Background: an optimization exercise with open tools, aiming at small area, a short achievable clock period and few clock cycles per item. Do not read the settings as production practice.
RTL that was checked went through simulation tests only; none was proved equivalent to the original.
No activity file was given, so power comes from the tool's default toggle rates.

Setup of lane 1:
Design segdec, start of the top module:
module segdec (
    input  wire        clk,
    input  wire        rst,
    input  wire        hdr_valid,
    output wire        hdr_ready,
    input  wire [63:0] hdr_tag,
    input  wire [3:0]  hdr_kind,
    input  wire [9:0]  hdr_len,
    input  wire [31:0] hdr_check,
    input  wire        din_valid,
    output wire        din_ready,
    input  wire [63:0] din_data,
    output reg         dout_valid,
    output reg  [71:0] dout_data,
    output reg         res_valid,
    output wire        res_check_ok,
    output reg         res_decode_ok
);
Size: about 0.016 sq mm of cells after synthesis.
export LEC_CHECK = 0
export CAP_MARGIN = 50
export CORE_MARGIN = 2
export CORE_UTILIZATION = 50
export CTS_BUF_LIST = sky130_fd_sc_hd__clkbuf_4 sky130_fd_sc_hd__clkbuf_8
export CTS_CLUSTER_SIZE = 30
export SLEW_MARGIN = 70
create_clock -name core_clock -period 13.5 [get_ports {clk}]
standard.sh (not shown) runs the stock make flow with config.mk's settings and CLKGATE_MAP_FILE= SYNTH_SCRIPT=/design/flow/synth_recipe.tcl, a recipe that flattens the netlist after the stock synthesis.
==> flow/flow/run.sh <==
#!/bin/bash
set -uo pipefail
MARGIN=$(cat flow/margin.txt)
bash standard.sh SETUP_SLACK_MARGIN="$MARGIN" finish > standard_flow.log 2>&1
status=$?
cp -f orfs/logs/*/segdec/base/*.log . 2>/dev/null || true
exit $status
==> flow/flow/margin.txt <==
9
Testbench counts of lane 1, summed over its fixed seeds: cycles 40,864, segments 320.
### lane 1 -> lane 2
diff --git a/flow/config.mk b/flow/config.mk
--- a/flow/config.mk
+++ b/flow/config.mk
@@ -8,6 +8,5 @@
 export CAP_MARGIN = 50
 export CORE_MARGIN = 2
-export CORE_UTILIZATION = 50
+export CORE_UTILIZATION = 60
 export CTS_BUF_LIST = sky130_fd_sc_hd__clkbuf_4 sky130_fd_sc_hd__clkbuf_8
-export CTS_CLUSTER_SIZE = 30
 export SLEW_MARGIN = 70
## What came out
Power share of the clock group, lane 2 and lane 1: smaller value in lane 1
Total track usage in lane 2 is 7.7 points above lane 1.
Final worst setup slack on lane 2 is up relative to lane 1.
Comparing lane 2 and lane 1, the higher met1 wire length was measured on lane 1.
Routed length on met3: lane 2 and lane 1 compared, lower one is lane 1
Utilization after layout, lane 2 and lane 1: smaller value in lane 1
Lane 2 ended up with fewer standard cells than lane 1.
In the reports for lane 2 and lane 1, the larger sequential portion of the cell area belongs to lane 2.
Compared with lane 1, in lane 2 clock-buffer cell count moved up; met1 capacity usage during global routing rose by 9.7 points; fraction of final layout cells with drive strength greater than 1 shows no meaningful change.
Input changes introduced in lane 3 (baseline for comparison: lane 2):
==> flow/flow/margin.txt <==
8.5
diff --git a/flow/config.mk b/flow/config.mk
--- a/flow/config.mk
+++ b/flow/config.mk
@@ -8,5 +8,5 @@
 export CAP_MARGIN = 50
 export CORE_MARGIN = 2
-export CORE_UTILIZATION = 60
+export CORE_UTILIZATION = 50
 export CTS_BUF_LIST = sky130_fd_sc_hd__clkbuf_4 sky130_fd_sc_hd__clkbuf_8
 export SLEW_MARGIN = 70
### Flow results
- Per the final summary, lane 3 finished and its layout is clean on timing, DRC and antenna.
- Slack of the worst reg-to-reg path in lane 3 vs lane 2: down 0.37 ns
- Maximum achievable frequency (lane 3 vs. lane 2) decreases by a little under 10%
- Compared with lane 2, lane 3 shows a lower sum of routed wire length over all layers.
- Between lane 2 and lane 3, the flow reports layout clock buffer count increasing by a few percent.
- Lane 3: area of combinational cells with multiple inputs 2.1% below lane 2
- From lane 2 to lane 3 the numbers moved as follows: final worst slack -0.42 ns, setup slack at placement grew by 0.082 ns.
- Compare lane 2 and lane 3 | global-route wire length before repair higher: lane 2
Modified inputs, lane 4 compared to lane 3
==> flow/flow/margin.txt <==
9
## What came out
Via-per-instance ratio: lane 4 vs lane 3 — no meaningful difference
As far as total nets after synthesis goes, lane 4 and lane 3 are indistinguishable; the numbers are identical.
Of the two values seen for cell with the biggest individual delay on the critical path, sky130_fd_sc_hd__clkdlybuf4s50_1 was produced by lane 3 and sky130_fd_sc_hd__edfxtp_1 by lane 4.
Between lane 3 and lane 4, met2 routing resource usage after global routing is lower for lane 3, lane 4 comes in above that.
When lane 4 is set beside lane 3, its delay contributed by the slowest stage of the critical path turns out to be 0.18 ns smaller.
Lane 4 vs. lane 3: final hold slack roughly the same, total via count after detailed routing higher, post-cts gate resize count higher.
Going from lane 3 to lane 4, register-to-register slack shows an increase of 0.39 ns; area fraction of clock buffers and clock inverters closely matched the old numbers; total power now sits higher; remaining max-slew budget at the tightest pin flat.

before:
Another version of the RTL of segdec (not shown whole).
Size in the first run: ~1500 cells after synthesis, roughly 220 flip-flops, roughly 260 I/O pins.
make LEC_CHECK=0 CAP_MARGIN=50 CORE_MARGIN=2 CORE_UTILIZATION=60 GPL_TIMING_DRIVEN=1 SETUP_SLACK_MARGIN=5 SLEW_MARGIN=70 finish   # period 13.5 ns
run.sh (not shown) runs the stock make flow with config.mk's settings and CLKGATE_MAP_FILE= SYNTH_SCRIPT=/design/flow/synth_recipe.tcl, a recipe that flattens the netlist after the stock synthesis.
Stock flow here: none of the scripts above is used.
The inputs of after differ from those of before as listed below.
# before
export LEC_CHECK = 0
export CAP_MARGIN = 50
export CORE_MARGIN = 2
export CORE_UTILIZATION = 60
export GPL_TIMING_DRIVEN = 1
export SETUP_SLACK_MARGIN = 5
export SLEW_MARGIN = 70
create_clock -name core_clock -period 13.5 [get_ports {clk}]
# after
export LEC_CHECK = 0
export CAP_MARGIN = 20
export CORE_MARGIN = 2
export CORE_UTILIZATION = 40
export SLEW_MARGIN = 20
create_clock -name core_clock -period 13.5 [get_ports {clk}]
Results
Area: after vs before -> after smaller. Looking only at vias after detailed routing, and setting everything else aside, the higher value of before and after goes to before. In the metrics for before and after, the one carrying the higher share of the clock period used by the worst path is after. Re power share of the clock group: after is 2.4 points up on before. before vs after, launch point of the worst path: w[5] vs w[1].
No functional check of the RTL was part of any run of this note.

-- re-timing with driven ports --
The flow's constraints put no driver on any port. The routed layouts listed below were extracted and timed again, unchanged, in two steps. Step 1, drivers: a clkbuf_16 drives clk and a buf_2 each remaining input, both assumed. Step 2 also shifts input and output timing later by t, the mid clock arrival at the registers, as if the neighbouring blocks saw the same clock. Slacks: ideal / step 1 / step 2; pairs: ideal / step 1.
run | t, ns | slack for setup (ns) | hold WS [ns] | worst slew at a driven data input, ns | pins driven straight from the clock port
lane 1 | 0.622 | 9.015 / 8.967 / 8.613 | 0.452 / 0.452 / 0.452 | 0.08 | 1
lane 2 | 0.613 | 9.030 / 8.985 / 8.588 | 0.415 / 0.415 / 0.415 | 0.08 | 1
lane 3 | 0.606 | 8.611 / 8.563 / 8.589 | 0.453 / 0.453 / 0.453 | 0.08 | 1
lane 4 | 0.622 | 9.015 / 8.967 / 8.613 | 0.452 / 0.452 / 0.452 | 0.08 | 1
before | 0.577 | 6.668 / 6.668 / 6.668 | 0.431 / 0.431 / 0.431 | 0.11 | 1
after | 0.601 | 5.593 / 5.593 / 5.593 | 0.436 / 0.436 / 0.436 | 0.07 | 1
After both steps setup and hold are still met in every run listed. For lane 2, which loses most, drivers alone change the setup slack by -0.045 ns; drivers and shift together by -0.442 ns.
